Background: an optimization exercise with open tools, aiming at small area, a short achievable clock period and few clock cycles. Do not read the settings as production practice. In this exercise RTL edits were held to simulation tests only and were not proved equivalent to the original.

==> inputs of v34 <==
==> flow/design.v <==
module sp_profile (
    input  wire        clk,
    input  wire        rst,
    input  wire        in_valid,
    output wire        in_ready,
    input  wire        in_init,
    input  wire [15:0] in_target,
    input  wire [31:0] in_vmax,
    input  wire [31:0] in_amax,
    input  wire [31:0] in_jmax,
    output reg         out_valid,
    output wire [15:0] out_sp,
    output wire [32:0] out_v,
    output wire [32:0] out_a
);
    localparam [1:0] IDLE = 2'd0, S1 = 2'd1, MUL = 2'd2, SQ = 2'd3;
    reg  [1:0]  st;
    reg  signed [39:0] p;
    reg  signed [32:0] v;      
    reg  signed [32:0] a;      
    reg  signed [32:0] hi;
    reg  signed [33:0] vlo;    
    reg  signed [33:0] vhi;    
    reg  signed [15:0] tgt;
    reg  [31:0] vmax, amax, jmax;
    reg         init;
    reg  signed [40:0] r;      
    reg         cruise;        
    reg  [65:0] x;             
    reg  [34:0] rem;           
    reg  [32:0] root;          
    reg  [32:0] y;             
    reg  [6:0]  cnt;           
    reg         ymax_r, ylow_r, yhigh_r, known_r;
    assign out_v = v;
    assign out_a = a;
    function [33:0] cneg;
        input [33:0] w;
        input        n;
        integer i;
        reg c;
        begin
            c = n;
            for (i = 0; i < 34; i = i + 1) begin
                cneg[i] = (w[i] ^ n) ^ c;
                c       = (w[i] ^ n) & c;
            end
        end
    endfunction
    wire        rneg = r[40];
    wire signed [33:0] vmx  = {2'b00, vmax};
    wire signed [33:0] amx  = {2'b00, amax};
    wire signed [33:0] jmx  = {2'b00, jmax};
    wire signed [33:0] nvm  = cneg(vmx, 1'b1);
    wire signed [33:0] nam;
    sp_cneg u_nam (.w(amx), .n(1'b1), .y(nam));
    wire signed [40:0] t30  = {{10{tgt[15]}}, tgt, 15'd0};
    wire        on_tgt = (p == t30[39:0]);
    wire        fin1   = init || (vmax == 32'd0) || on_tgt;
    wire signed [40:0] r_in = t30 - {p[39], p};
    wire        rn_in  = r_in[40];
    wire signed [34:0] v_pv = v + vmx;
    wire signed [34:0] v_mv = vmx - v;
    wire signed [34:0] a_pa = a + amx;
    wire signed [34:0] a_ma = amx - a;
    wire signed [32:0] v_lim = v_mv[34] ? vmx[32:0] : v_pv[34] ? nvm[32:0] : v;
    wire signed [32:0] a_lim = a_ma[34] ? amx[32:0] : a_pa[34] ? nam[32:0] : a;
    wire        clip   = v_mv[34] || v_pv[34] || a_ma[34] || a_pa[34];
    wire signed [34:0] aj_lo = a - jmx;
    wire signed [34:0] aj_hi = a + jmx;
    wire signed [34:0] lo_ck = aj_lo + amx;
    wire signed [34:0] hi_ck = amx - aj_hi;
    wire signed [33:0] lo_t  = lo_ck[34] ? nam : aj_lo[33:0];
    wire signed [33:0] hi_t  = hi_ck[34] ? amx : aj_hi[33:0];
    wire signed [33:0] vlo_t = v + lo_t;
    wire signed [33:0] vhi_t = v + hi_t;
    wire [33:0] vn_in;
    sp_cneg u_vn (.w({v[32], v}), .n(rn_in), .y(vn_in));
    wire [33:0] lo_in, hi_in, vlo_in, vhi_in;
    sp_cneg u_lo  (.w(rn_in ? hi_t : lo_t), .n(rn_in), .y(lo_in));
    sp_cneg u_hi  (.w(rn_in ? lo_t : hi_t), .n(rn_in), .y(hi_in));
    sp_cneg u_vlo (.w(rn_in ? vhi_t : vlo_t), .n(rn_in), .y(vlo_in));
    sp_cneg u_vhi (.w(rn_in ? vlo_t : vhi_t), .n(rn_in), .y(vhi_in));
    wire [8:0]  lda, ldv, ldr;
    sp_lead u_la (.w({9'd0, amax}), .lead(lda));
    sp_lead u_lv (.w({9'd0, vmax}), .lead(ldv));
    sp_lead u_lr (.w(r_in ^ {41{rn_in}}), .lead(ldr));    
    wire [5:0]  la = lda[8:3];
    wire [5:0]  lv = ldv[8:3];
    wire [5:0]  lr = ldr[8:3];
    wire signed [7:0] e = $signed({2'b00, la}) + $signed({2'b00, lr}) - $signed({1'b0, lv, 1'b0});
    wire [5:0]  mar  = lda[2:0] * ldr[2:0];
    wire [3:0]  mv1  = {1'b0, ldv[2:0]} + 4'd1;
    wire [6:0]  mv2  = mv1 * mv1;
    wire        sure = (amax != 32'd0) &&
                       ((e >= 8'sd1) || (e == 8'sd0 && {mar, 1'b0} >= mv2) ||
                        (e == -8'sd1 && {1'b0, mar} >= mv2));
    wire [5:0]  lap1 = la + 6'd1;
    wire [6:0]  lsum = {1'b0, la} + {1'b0, lr} + 7'd3;
    wire [36:0] amx_ext = {4'd0, amax, 1'b0};
    wire [4:0]  win     = amx_ext[{cnt[3:0], 2'b00} +: 5];
    wire [65:0] r66     = {{25{r[40]}}, r};
    function [66:0] bterm;    
        input [2:0]  t;
        input [65:0] rr;
        input        neg_r;
        input        sh3;
        reg          b_neg, b_two, b_zero;
        reg [65:0]   mag;
        begin
            b_neg  = (t[2] && !(t[1] && t[0])) ^ neg_r;
            b_two  = (t == 3'b011) || (t == 3'b100);
            b_zero = (t == 3'b000) || (t == 3'b111);
            mag    = b_zero ? 66'd0 : (sh3 ? (b_two ? {rr[61:0], 4'd0} : {rr[62:0], 3'd0})
                                           : (b_two ? {rr[63:0], 2'd0} : {rr[64:0], 1'd0}));
            bterm  = {b_neg && !b_zero, (b_neg && !b_zero) ? ~mag : mag};
        end
    endfunction
    wire [66:0] bt1   = bterm(win[4:2], r66, rneg, 1'b1);
    wire [66:0] bt0   = bterm(win[2:0], r66, rneg, 1'b0);
    wire [65:0] csa_a = {x[61:0], 3'b000, bt1[66]};
    wire [65:0] csa_s = csa_a ^ bt1[65:0] ^ bt0[65:0];
    wire [65:0] csa_c = (csa_a & bt1[65:0]) | (csa_a & bt0[65:0]) | (bt1[65:0] & bt0[65:0]);
    wire [65:0] x_mul = csa_s + {csa_c[64:0], bt0[66]};
    wire [1:0]  pair   = x[{cnt[5:0], 1'b0} +: 2];
    wire [36:0] rem_sh = {rem, pair};
    wire [36:0] diff   = rem_sh - {2'b00, root, 2'b01};
    wire        fits   = !diff[36];
    wire [32:0] ybit   = cnt[6] ? 33'd0 : (33'd1 << cnt[5:0]);    
    genvar gi;
    wire signed [33:0] vm34  = {2'd0, vmax};
    wire        vm_le  = vm34 <= vlo;
    wire        vm_ge  = vm34 >= vhi;
    wire        mvm    = cruise || ymax_r;
    wire        low    = vm_le || (!mvm && ylow_r);
    wire        high   = mvm ? vm_ge : yhigh_r;
    wire        known  = cruise || known_r;
    wire        sq_go  = (st == SQ);
    wire [32:0] y_nx   = (sq_go && fits) ? (y | ybit) : y;
    wire [6:0]  cnt_nx = sq_go ? cnt - 7'd1 : {1'b0, lsum[6:1]};
    wire [32:0] msk_nx;     
    generate
        for (gi = 0; gi < 33; gi = gi + 1) begin : g_msk_nx
            assign msk_nx[gi] = !cnt_nx[6] && (cnt_nx[5:0] >= gi);
        end
    endgenerate
    wire        ymax_nx  = y_nx >= {1'b0, vmax};
    wire        ylow_nx  = $signed({1'd0, y_nx | msk_nx}) <= vlo;
    wire        yhigh_nx = $signed({1'd0, y_nx}) >= vhi;
    wire        known_nx = cnt_nx[6] || ymax_nx || vm_le || ylow_nx || yhigh_nx;
    wire [31:0] m      = mvm ? vmax : y[31:0];
    wire signed [33:0] dv    = $signed({2'd0, m}) - v;
    wire signed [33:0] vlo_c = (vlo > vm34) ? vm34 : vlo;
    wire signed [34:0] vhi_p = vhi + vm34;
    wire signed [33:0] vhi_c = vhi_p[34] ? nvm : vhi;
    wire signed [32:0] a_new = high ? hi : low ? a : dv[32:0];
    wire signed [32:0] v_new = high ? vhi_c[32:0] : low ? vlo_c[32:0] : {1'b0, m};
    wire [41:0] r_sel = rneg ? {r[40], r} : ~{r[40], r};
    wire [42:0] ld    = {{9{v_new[32]}}, v_new, 1'b1} + {r_sel, ~rneg};
    wire        land  = !ld[42];
    wire [33:0] v_out, a_out;
    sp_cneg u_vout (.w({v_new[32], v_new}), .n(rneg), .y(v_out));
    sp_cneg u_aout (.w({a_new[32], a_new}), .n(rneg), .y(a_out));
    wire [42:0] ps    = {{2{p[39]}}, p, 1'b1} + {{9{v_new[32] ^ rneg}}, v_new ^ {33{rneg}}, rneg};
    wire signed [41:0] psum  = ps[42:1];    
    wire signed [39:0] p_add = (psum > 42'sh007fffffffff) ? 40'sh7fffffffff :
                               (psum < -42'sh008000000000) ? 40'sh8000000000 : psum[39:0];
    wire [25:0] p_q;
    sp_inc u_pq (.w(p[39:14]), .y(p_q));
    wire signed [25:0] p_qs = {p_q[25], p_q[25:1]};
    assign out_sp = (!p[39] && p_q[25]) ? 16'h7fff :
                    (p_qs > 26'sd32767) ? 16'h7fff : (p_qs < -26'sd32768) ? 16'h8000 : p_qs[15:0];
    wire last = (st == IDLE) || (st == S1 && fin1) || (st == SQ && known);
    assign in_ready = last;
    wire take = in_valid && last;
    always @(posedge clk) begin
        if (take) begin
            tgt  <= in_target;
            vmax <= in_vmax;
            amax <= in_amax;
            jmax <= in_jmax;
            init <= in_init;
        end
    end
    always @(posedge clk) begin
        if (rst) begin
            st        <= IDLE;
            p         <= 40'sd0;
            v         <= 33'sd0;
            a         <= 33'sd0;
            out_valid <= 1'b0;
        end else begin
            out_valid <= 1'b0;
            case (st)
                IDLE: if (take) st <= S1;
                S1: if (fin1) begin
                    p         <= t30[39:0];
                    v         <= 33'sd0;
                    a         <= 33'sd0;
                    out_valid <= 1'b1;
                    st        <= take ? S1 : IDLE;
                end else if (clip) begin
                    v <= v_lim;
                    a <= a_lim;
                end else begin
                    v      <= vn_in[32:0];
                    a      <= lo_in[32:0];
                    hi     <= hi_in[32:0];
                    vlo    <= vlo_in;
                    vhi    <= vhi_in;
                    r      <= r_in;
                    cruise <= sure;
                    x      <= 66'd0;
                    cnt    <= {3'b000, lap1[5:2]};
                    y      <= 33'd0;
                    st     <= sure ? SQ : MUL;
                end
                MUL: begin
                    x   <= x_mul;
                    cnt <= cnt - 7'd1;
                    if (cnt == 7'd0) begin
                        cnt     <= cnt_nx;
                        ymax_r  <= ymax_nx;
                        ylow_r  <= ylow_nx;
                        yhigh_r <= yhigh_nx;
                        known_r <= known_nx;
                        rem  <= 35'd0;
                        root <= 33'd0;
                        st   <= SQ;
                    end
                end
                SQ: if (known) begin
                    out_valid <= 1'b1;
                    if (land) begin
                        p <= t30[39:0];
                        v <= 33'sd0;
                        a <= 33'sd0;
                    end else begin
                        p <= p_add;
                        v <= v_out[32:0];
                        a <= a_out[32:0];
                    end
                    st <= take ? S1 : IDLE;
                end else begin
                    rem  <= fits ? diff[34:0] : rem_sh[34:0];
                    root <= {root[31:0], fits};
                    y       <= y_nx;
                    cnt     <= cnt_nx;
                    ymax_r  <= ymax_nx;
                    ylow_r  <= ylow_nx;
                    yhigh_r <= yhigh_nx;
                    known_r <= known_nx;
                end
                default: st <= IDLE;
            endcase
        end
    end
endmodule
module sp_lead (
    input  wire [40:0] w,
    output wire [8:0]  lead
);
    wire [41:0] above;     
    wire [40:0] oh;        
    assign above[41] = 1'b0;
    genvar i, b;
    generate
        for (i = 40; i >= 0; i = i - 1) begin : g_oh
            assign above[i] = above[i + 1] | w[i];
            assign oh[i]    = w[i] & !above[i + 1];
        end
        for (b = 0; b < 6; b = b + 1) begin : g_idx
            wire [40:0] sel;
            for (i = 0; i < 41; i = i + 1) begin : g_sel
                assign sel[i] = ((i >> b) & 1) ? oh[i] : 1'b0;
            end
            assign lead[3 + b] = |sel;
        end
    endgenerate
    assign lead[2] = |w;
    assign lead[1] = |(oh[40:1] & w[39:0]);
    assign lead[0] = |(oh[40:2] & w[38:0]);
endmodule
module sp_cneg (
    input  wire [33:0] w,
    input  wire        n,
    output wire [33:0] y
);
    wire [33:0] pre [0:6];    
    assign pre[0] = w;
    genvar k, i;
    generate
        for (k = 0; k < 6; k = k + 1) begin : g_lvl
            for (i = 0; i < 34; i = i + 1) begin : g_bit
                if (i >= (1 << k))
                    assign pre[k + 1][i] = pre[k][i] | pre[k][i - (1 << k)];
                else
                    assign pre[k + 1][i] = pre[k][i];
            end
        end
    endgenerate
    assign y = w ^ ({pre[6][32:0], 1'b0} & {34{n}});
endmodule
module sp_inc (
    input  wire [25:0] w,
    output wire [25:0] y
);
    wire [25:0] pre [0:5];    
    assign pre[0] = w;
    genvar k, i;
    generate
        for (k = 0; k < 5; k = k + 1) begin : g_lvl
            for (i = 0; i < 26; i = i + 1) begin : g_bit
                if (i >= (1 << k))
                    assign pre[k + 1][i] = pre[k][i] & pre[k][i - (1 << k)];
                else
                    assign pre[k + 1][i] = pre[k][i];
            end
        end
    endgenerate
    assign y = w ^ {pre[5][24:0], 1'b1};
endmodule
==> flow/run.sh <==
#!/bin/bash
# synth_recipe.tcl (not shown) runs the flow's synth.tcl, then flattens the netlist and writes it again
# the make line also repeats each setting of config.mk as NAME=value (left out here)
make -C /OpenROAD-flow-scripts/flow DESIGN_CONFIG=/design/flow/config.mk WORK_HOME=/design/flow/orfs CLKGATE_MAP_FILE= SYNTH_SCRIPT=/design/flow/synth_recipe.tcl finish
==> flow/config.mk <==
export PLATFORM = sky130hd
export DESIGN_NAME = sp_profile
export DESIGN_NICKNAME = sp_profile
export VERILOG_FILES = /design/flow/design.v
export SDC_FILE = /design/flow/constraint.sdc
export NUM_CORES = 4
export LEC_CHECK = 0
export ABC_AREA = 1
export CAP_MARGIN = 20
export CORE_MARGIN = 2
export CORE_UTILIZATION = 40
export SLEW_MARGIN = 20
==> flow/constraint.sdc <==
create_clock -name core_clock -period 40.0 [get_ports {clk}]
set_input_delay 8.0000 -clock core_clock [delete_from_list [all_inputs] [get_ports {clk}]]
set_output_delay 8.0000 -clock core_clock [all_outputs]
set_load 0.01 [all_outputs]
==> v24: changes against v34 <==
--- a/flow/design.v
+++ b/flow/design.v
@@ -9,7 +9,7 @@
     input  wire [31:0] in_amax,
     input  wire [31:0] in_jmax,
     output reg         out_valid,
-    output wire [15:0] out_sp,
+    output reg  [15:0] out_sp,
     output wire [32:0] out_v,
     output wire [32:0] out_a
 );
@@ -34,24 +34,12 @@
     reg         ymax_r, ylow_r, yhigh_r, known_r;
     assign out_v = v;
     assign out_a = a;
-    function [33:0] cneg;
-        input [33:0] w;
-        input        n;
-        integer i;
-        reg c;
-        begin
-            c = n;
-            for (i = 0; i < 34; i = i + 1) begin
-                cneg[i] = (w[i] ^ n) ^ c;
-                c       = (w[i] ^ n) & c;
-            end
-        end
-    endfunction
     wire        rneg = r[40];
     wire signed [33:0] vmx  = {2'b00, vmax};
     wire signed [33:0] amx  = {2'b00, amax};
     wire signed [33:0] jmx  = {2'b00, jmax};
-    wire signed [33:0] nvm  = cneg(vmx, 1'b1);
+    wire signed [33:0] nvm;
+    sp_cneg u_nvm (.w(vmx), .n(1'b1), .y(nvm));
     wire signed [33:0] nam;
     sp_cneg u_nam (.w(amx), .n(1'b1), .y(nam));
     wire signed [40:0] t30  = {{10{tgt[15]}}, tgt, 15'd0};
@@ -165,11 +153,12 @@
     wire signed [41:0] psum  = ps[42:1];    
     wire signed [39:0] p_add = (psum > 42'sh007fffffffff) ? 40'sh7fffffffff :
                                (psum < -42'sh008000000000) ? 40'sh8000000000 : psum[39:0];
-    wire [25:0] p_q;
-    sp_inc u_pq (.w(p[39:14]), .y(p_q));
-    wire signed [25:0] p_qs = {p_q[25], p_q[25:1]};
-    assign out_sp = (!p[39] && p_q[25]) ? 16'h7fff :
-                    (p_qs > 26'sd32767) ? 16'h7fff : (p_qs < -26'sd32768) ? 16'h8000 : p_qs[15:0];
+    wire [27:0] q_in  = {psum[41], psum[41:15]};
+    wire [27:0] q_inc;
+    sp_inc #(.W(28)) u_q (.w(q_in), .y(q_inc));
+    wire [27:0] q     = psum[14] ? q_inc : q_in;
+    wire [15:0] sp_q  = ($signed(q) > 28'sd32767) ? 16'h7fff :
+                        ($signed(q) < -28'sd32768) ? 16'h8000 : q[15:0];
     wire last = (st == IDLE) || (st == S1 && fin1) || (st == SQ && known);
     assign in_ready = last;
     wire take = in_valid && last;
@@ -189,6 +178,7 @@
             v         <= 33'sd0;
             a         <= 33'sd0;
             out_valid <= 1'b0;
+            out_sp    <= 16'd0;
         end else begin
             out_valid <= 1'b0;
             case (st)
@@ -197,6 +187,7 @@
                     p         <= t30[39:0];
                     v         <= 33'sd0;
                     a         <= 33'sd0;
+                    out_sp    <= tgt;
                     out_valid <= 1'b1;
                     st        <= take ? S1 : IDLE;
                 end else if (clip) begin
@@ -232,11 +223,13 @@
                 SQ: if (known) begin
                     out_valid <= 1'b1;
                     if (land) begin
-                        p <= t30[39:0];
-                        v <= 33'sd0;
-                        a <= 33'sd0;
+                        p      <= t30[39:0];
+                        v      <= 33'sd0;
+                        a      <= 33'sd0;
+                        out_sp <= tgt;
                     end else begin
-                        p <= p_add;
+                        p      <= p_add;
+                        out_sp <= sp_q;
                         v <= v_out[32:0];
                         a <= a_out[32:0];
                     end
@@ -301,16 +294,16 @@
     endgenerate
     assign y = w ^ ({pre[6][32:0], 1'b0} & {34{n}});
 endmodule
-module sp_inc (
-    input  wire [25:0] w,
-    output wire [25:0] y
+module sp_inc #(parameter W = 28) (
+    input  wire [W-1:0] w,
+    output wire [W-1:0] y
 );
-    wire [25:0] pre [0:5];    
+    wire [W-1:0] pre [0:5];    
     assign pre[0] = w;
     genvar k, i;
     generate
         for (k = 0; k < 5; k = k + 1) begin : g_lvl
-            for (i = 0; i < 26; i = i + 1) begin : g_bit
+            for (i = 0; i < W; i = i + 1) begin : g_bit
                 if (i >= (1 << k))
                     assign pre[k + 1][i] = pre[k][i] & pre[k][i - (1 << k)];
                 else
@@ -318,5 +311,5 @@
             end
         end
     endgenerate
-    assign y = w ^ {pre[5][24:0], 1'b1};
+    assign y = w ^ {pre[5][W-2:0], 1'b1};
 endmodule
- CORE_UTILIZATION: 40 -> 60
==> v12: changes against v34 <==
==> flow/design.v, changed modules only <==
module sp_profile (
    input  wire        clk,
    input  wire        rst,
    input  wire        in_valid,
    output wire        in_ready,
    input  wire        in_init,
    input  wire [15:0] in_target,
    input  wire [31:0] in_vmax,
    input  wire [31:0] in_amax,
    input  wire [31:0] in_jmax,
    output reg         out_valid,
    output wire [15:0] out_sp,
    output wire [32:0] out_v,
    output wire [32:0] out_a
);
    localparam [1:0] IDLE = 2'd0, S1 = 2'd1, MUL = 2'd2, SQ = 2'd3;
    reg  [1:0]  st;
    reg  signed [39:0] p;
    reg  signed [32:0] v;      
    reg  signed [32:0] a;      
    reg  signed [32:0] hi;
    reg  signed [33:0] vlo;    
    reg  signed [33:0] vhi;    
    reg  signed [15:0] tgt;
    reg  [31:0] vmax, amax, jmax;
    reg         init;
    reg  signed [40:0] r;      
    reg         cruise;        
    reg  [65:0] x;             
    reg  [34:0] rem;           
    reg  [32:0] root;          
    reg  [32:0] y;             
    reg  [6:0]  cnt;           
    assign out_v = v;
    assign out_a = a;
    function [33:0] cneg;
        input [33:0] w;
        input        n;
        integer i;
        reg c;
        begin
            c = n;
            for (i = 0; i < 34; i = i + 1) begin
                cneg[i] = (w[i] ^ n) ^ c;
                c       = (w[i] ^ n) & c;
            end
        end
    endfunction
    wire        rneg = r[40];
    wire signed [33:0] vmx  = {2'b00, vmax};
    wire signed [33:0] amx  = {2'b00, amax};
    wire signed [33:0] jmx  = {2'b00, jmax};
    wire signed [33:0] nvm  = cneg(vmx, 1'b1);
    wire signed [33:0] nam;
    sp_cneg u_nam (.w(amx), .n(1'b1), .y(nam));
    wire signed [40:0] t30  = {{10{tgt[15]}}, tgt, 15'd0};
    wire        on_tgt = (p == t30[39:0]);
    wire        fin1   = init || (vmax == 32'd0) || on_tgt;
    wire signed [40:0] r_in = t30 - {p[39], p};
    wire        rn_in  = r_in[40];
    wire signed [34:0] v_pv = v + vmx;
    wire signed [34:0] v_mv = vmx - v;
    wire signed [34:0] a_pa = a + amx;
    wire signed [34:0] a_ma = amx - a;
    wire signed [32:0] v_lim = v_mv[34] ? vmx[32:0] : v_pv[34] ? nvm[32:0] : v;
    wire signed [32:0] a_lim = a_ma[34] ? amx[32:0] : a_pa[34] ? nam[32:0] : a;
    wire        clip   = v_mv[34] || v_pv[34] || a_ma[34] || a_pa[34];
    wire signed [34:0] aj_lo = a - jmx;
    wire signed [34:0] aj_hi = a + jmx;
    wire signed [34:0] lo_ck = aj_lo + amx;
    wire signed [34:0] hi_ck = amx - aj_hi;
    wire signed [33:0] lo_t  = lo_ck[34] ? nam : aj_lo[33:0];
    wire signed [33:0] hi_t  = hi_ck[34] ? amx : aj_hi[33:0];
    wire signed [33:0] vlo_t = v + lo_t;
    wire signed [33:0] vhi_t = v + hi_t;
    wire [33:0] vn_in;
    sp_cneg u_vn (.w({v[32], v}), .n(rn_in), .y(vn_in));
    wire [33:0] lo_in, hi_in, vlo_in, vhi_in;
    sp_cneg u_lo  (.w(rn_in ? hi_t : lo_t), .n(rn_in), .y(lo_in));
    sp_cneg u_hi  (.w(rn_in ? lo_t : hi_t), .n(rn_in), .y(hi_in));
    sp_cneg u_vlo (.w(rn_in ? vhi_t : vlo_t), .n(rn_in), .y(vlo_in));
    sp_cneg u_vhi (.w(rn_in ? vlo_t : vhi_t), .n(rn_in), .y(vhi_in));
    wire [8:0]  lda, ldv, ldr;
    sp_lead u_la (.w({9'd0, amax}), .lead(lda));
    sp_lead u_lv (.w({9'd0, vmax}), .lead(ldv));
    sp_lead u_lr (.w(r_in ^ {41{rn_in}}), .lead(ldr));    
    wire [5:0]  la = lda[8:3];
    wire [5:0]  lv = ldv[8:3];
    wire [5:0]  lr = ldr[8:3];
    wire signed [7:0] e = $signed({2'b00, la}) + $signed({2'b00, lr}) - $signed({1'b0, lv, 1'b0});
    wire [5:0]  mar  = lda[2:0] * ldr[2:0];
    wire [3:0]  mv1  = {1'b0, ldv[2:0]} + 4'd1;
    wire [6:0]  mv2  = mv1 * mv1;
    wire        sure = (amax != 32'd0) &&
                       ((e >= 8'sd1) || (e == 8'sd0 && {mar, 1'b0} >= mv2) ||
                        (e == -8'sd1 && {1'b0, mar} >= mv2));
    wire [5:0]  lap1 = la + 6'd1;
    wire [6:0]  lsum = {1'b0, la} + {1'b0, lr} + 7'd3;
    wire [36:0] amx_ext = {4'd0, amax, 1'b0};
    wire [4:0]  win     = amx_ext[{cnt[3:0], 2'b00} +: 5];
    wire [65:0] r66     = {{25{r[40]}}, r};
    function [66:0] bterm;    
        input [2:0]  t;
        input [65:0] rr;
        input        neg_r;
        input        sh3;
        reg          b_neg, b_two, b_zero;
        reg [65:0]   mag;
        begin
            b_neg  = (t[2] && !(t[1] && t[0])) ^ neg_r;
            b_two  = (t == 3'b011) || (t == 3'b100);
            b_zero = (t == 3'b000) || (t == 3'b111);
            mag    = b_zero ? 66'd0 : (sh3 ? (b_two ? {rr[61:0], 4'd0} : {rr[62:0], 3'd0})
                                           : (b_two ? {rr[63:0], 2'd0} : {rr[64:0], 1'd0}));
            bterm  = {b_neg && !b_zero, (b_neg && !b_zero) ? ~mag : mag};
        end
    endfunction
    wire [66:0] bt1   = bterm(win[4:2], r66, rneg, 1'b1);
    wire [66:0] bt0   = bterm(win[2:0], r66, rneg, 1'b0);
    wire [65:0] csa_a = {x[61:0], 3'b000, bt1[66]};
    wire [65:0] csa_s = csa_a ^ bt1[65:0] ^ bt0[65:0];
    wire [65:0] csa_c = (csa_a & bt1[65:0]) | (csa_a & bt0[65:0]) | (bt1[65:0] & bt0[65:0]);
    wire [65:0] x_mul = csa_s + {csa_c[64:0], bt0[66]};
    wire [1:0]  pair   = x[{cnt[5:0], 1'b0} +: 2];
    wire [36:0] rem_sh = {rem, pair};
    wire [36:0] diff   = rem_sh - {2'b00, root, 2'b01};
    wire        fits   = !diff[36];
    wire [32:0] ybit   = cnt[6] ? 33'd0 : (33'd1 << cnt[5:0]);    
    wire [32:0] msk;                                                
    genvar gi;
    generate
        for (gi = 0; gi < 33; gi = gi + 1) begin : g_msk
            assign msk[gi] = !cnt[6] && (cnt[5:0] >= gi);
        end
    endgenerate
    wire signed [33:0] vm34  = {2'd0, vmax};
    wire signed [33:0] yl34  = {1'd0, y};
    wire signed [33:0] yh34  = {1'd0, y | msk};
    wire        mvm    = cruise || (y >= {1'b0, vmax});
    wire        vm_le  = vm34 <= vlo;
    wire        vm_ge  = vm34 >= vhi;
    wire        low    = vm_le || (!mvm && (yh34 <= vlo));
    wire        high   = mvm ? vm_ge : (yl34 >= vhi);
    wire        known  = cnt[6] || mvm || low || high;
    wire [31:0] m      = mvm ? vmax : y[31:0];
    wire signed [33:0] dv    = $signed({2'd0, m}) - v;
    wire signed [33:0] vlo_c = (vlo > vm34) ? vm34 : vlo;
    wire signed [34:0] vhi_p = vhi + vm34;
    wire signed [33:0] vhi_c = vhi_p[34] ? nvm : vhi;
    wire signed [32:0] a_new = high ? hi : low ? a : dv[32:0];
    wire signed [32:0] v_new = high ? vhi_c[32:0] : low ? vlo_c[32:0] : {1'b0, m};
    wire [41:0] r_sel = rneg ? {r[40], r} : ~{r[40], r};
    wire [42:0] ld    = {{9{v_new[32]}}, v_new, 1'b1} + {r_sel, ~rneg};
    wire        land  = !ld[42];
    wire [33:0] v_out, a_out;
    sp_cneg u_vout (.w({v_new[32], v_new}), .n(rneg), .y(v_out));
    sp_cneg u_aout (.w({a_new[32], a_new}), .n(rneg), .y(a_out));
    wire [42:0] ps    = {{2{p[39]}}, p, 1'b1} + {{9{v_new[32] ^ rneg}}, v_new ^ {33{rneg}}, rneg};
    wire signed [41:0] psum  = ps[42:1];    
    wire signed [39:0] p_add = (psum > 42'sh007fffffffff) ? 40'sh7fffffffff :
                               (psum < -42'sh008000000000) ? 40'sh8000000000 : psum[39:0];
    wire [25:0] p_q   = p[39:14] + 26'd1;
    wire signed [25:0] p_qs = {p_q[25], p_q[25:1]};
    assign out_sp = (!p[39] && p_q[25]) ? 16'h7fff :
                    (p_qs > 26'sd32767) ? 16'h7fff : (p_qs < -26'sd32768) ? 16'h8000 : p_qs[15:0];
    wire last = (st == IDLE) || (st == S1 && fin1) || (st == SQ && known);
    assign in_ready = last;
    wire take = in_valid && last;
    always @(posedge clk) begin
        if (take) begin
            tgt  <= in_target;
            vmax <= in_vmax;
            amax <= in_amax;
            jmax <= in_jmax;
            init <= in_init;
        end
    end
    always @(posedge clk) begin
        if (rst) begin
            st        <= IDLE;
            p         <= 40'sd0;
            v         <= 33'sd0;
            a         <= 33'sd0;
            out_valid <= 1'b0;
        end else begin
            out_valid <= 1'b0;
            case (st)
                IDLE: if (take) st <= S1;
                S1: if (fin1) begin
                    p         <= t30[39:0];
                    v         <= 33'sd0;
                    a         <= 33'sd0;
                    out_valid <= 1'b1;
                    st        <= take ? S1 : IDLE;
                end else if (clip) begin
                    v <= v_lim;
                    a <= a_lim;
                end else begin
                    v      <= vn_in[32:0];
                    a      <= lo_in[32:0];
                    hi     <= hi_in[32:0];
                    vlo    <= vlo_in;
                    vhi    <= vhi_in;
                    r      <= r_in;
                    cruise <= sure;
                    x      <= 66'd0;
                    cnt    <= {3'b000, lap1[5:2]};
                    y      <= 33'd0;
                    st     <= sure ? SQ : MUL;
                end
                MUL: begin
                    x   <= x_mul;
                    cnt <= cnt - 7'd1;
                    if (cnt == 7'd0) begin
                        cnt  <= {1'b0, lsum[6:1]};
                        rem  <= 35'd0;
                        root <= 33'd0;
                        st   <= SQ;
                    end
                end
                SQ: if (known) begin
                    out_valid <= 1'b1;
                    if (land) begin
                        p <= t30[39:0];
                        v <= 33'sd0;
                        a <= 33'sd0;
                    end else begin
                        p <= p_add;
                        v <= v_out[32:0];
                        a <= a_out[32:0];
                    end
                    st <= take ? S1 : IDLE;
                end else begin
                    rem  <= fits ? diff[34:0] : rem_sh[34:0];
                    root <= {root[31:0], fits};
                    y    <= fits ? (y | ybit) : y;
                    cnt  <= cnt - 7'd1;
                end
                default: st <= IDLE;
            endcase
        end
    end
endmodule
// module sp_inc removed
==> qor summary <==
metric                                                                           v24                      v34                       v12
Result of the run                                   no timing/DRC/antenna violations  no timing/DRC/antenna violations  no timing/DRC/antenna violations
Number of DRC violations after detailed-routing iteration 0                    11200                     7920                      7270
Total routed wirelength                                                    288000 um                321000 um                 297000 um
Distinct cell type count of the synthesized netlist                               86                       85                        83
Final routed wire length divided by cell count                               24.6 um                  26.8 um                   25.2 um
Count of inverters other than clock inverters in the layout                     1403                     1294                      1249
Worst r2r dst                                                      vlo[33]$_DFFE_PP_       p[22]$_SDFFE_PP0P_        p[38]$_SDFFE_PP0P_
Count of flip-flops with a built-in enable after synthesis                       433                      433                       429
Overall track demand over capacity in global routing                           0.467                    0.359                     0.342
Area taken by flip-flops and latches                                       15500 um2                15200 um2                 15100 um2
Most numerous cell on the critical path                      sky130_fd_sc_hd__nor2_1  sky130_fd_sc_hd__nor2_1  sky130_fd_sc_hd__nand2_1
Area growth from synthesis to layout                                           8.12%                    10.4%                     10.9%
Netlist area before placement                                              69700 um2                67900 um2                 66600 um2
Warnings from Yosys                                                                3                        3                         2
Count of non-CTS buffers in the layout                                           279                      307                       315
Critical Path Fanout Max                                                           8                        9                        40
Testbench counts of v34, summed over its fixed seeds: cycles 173,887.
Testbench counts of v24, summed over its fixed seeds: cycles 173,887.
Testbench counts of v12, summed over its fixed seeds: cycles 173,887.

-- what the ideal ports hide --
Ports are ideal in the flow. The routed layouts listed here were re-timed in OpenROAD. Step 1 assumes that a clkbuf_16 drives the clock port and a buf_2 every other input. Step 2 also shifts input and output timing later by t, the mid clock arrival at the registers, as if the neighbouring blocks saw the same clock. Three values: ideal, step 1, step 2; two values: the first two.
| run | t (ns) | setup WS [ns] | worst setup path after step 2 | clock arrival spread, ns |
|---|---|---|---|---|
| v34 | 0.808 | 26.281 / 26.192 / 27.000 | register to output | 0.048 / 0.048 |
| v24 | 0.772 | 27.405 / 27.325 / 27.609 | register to register | 0.054 / 0.054 |
| v12 | 0.802 | 26.023 / 25.932 / 26.734 | register to output | 0.051 / 0.051 |
After both steps every run listed still meets setup and hold.
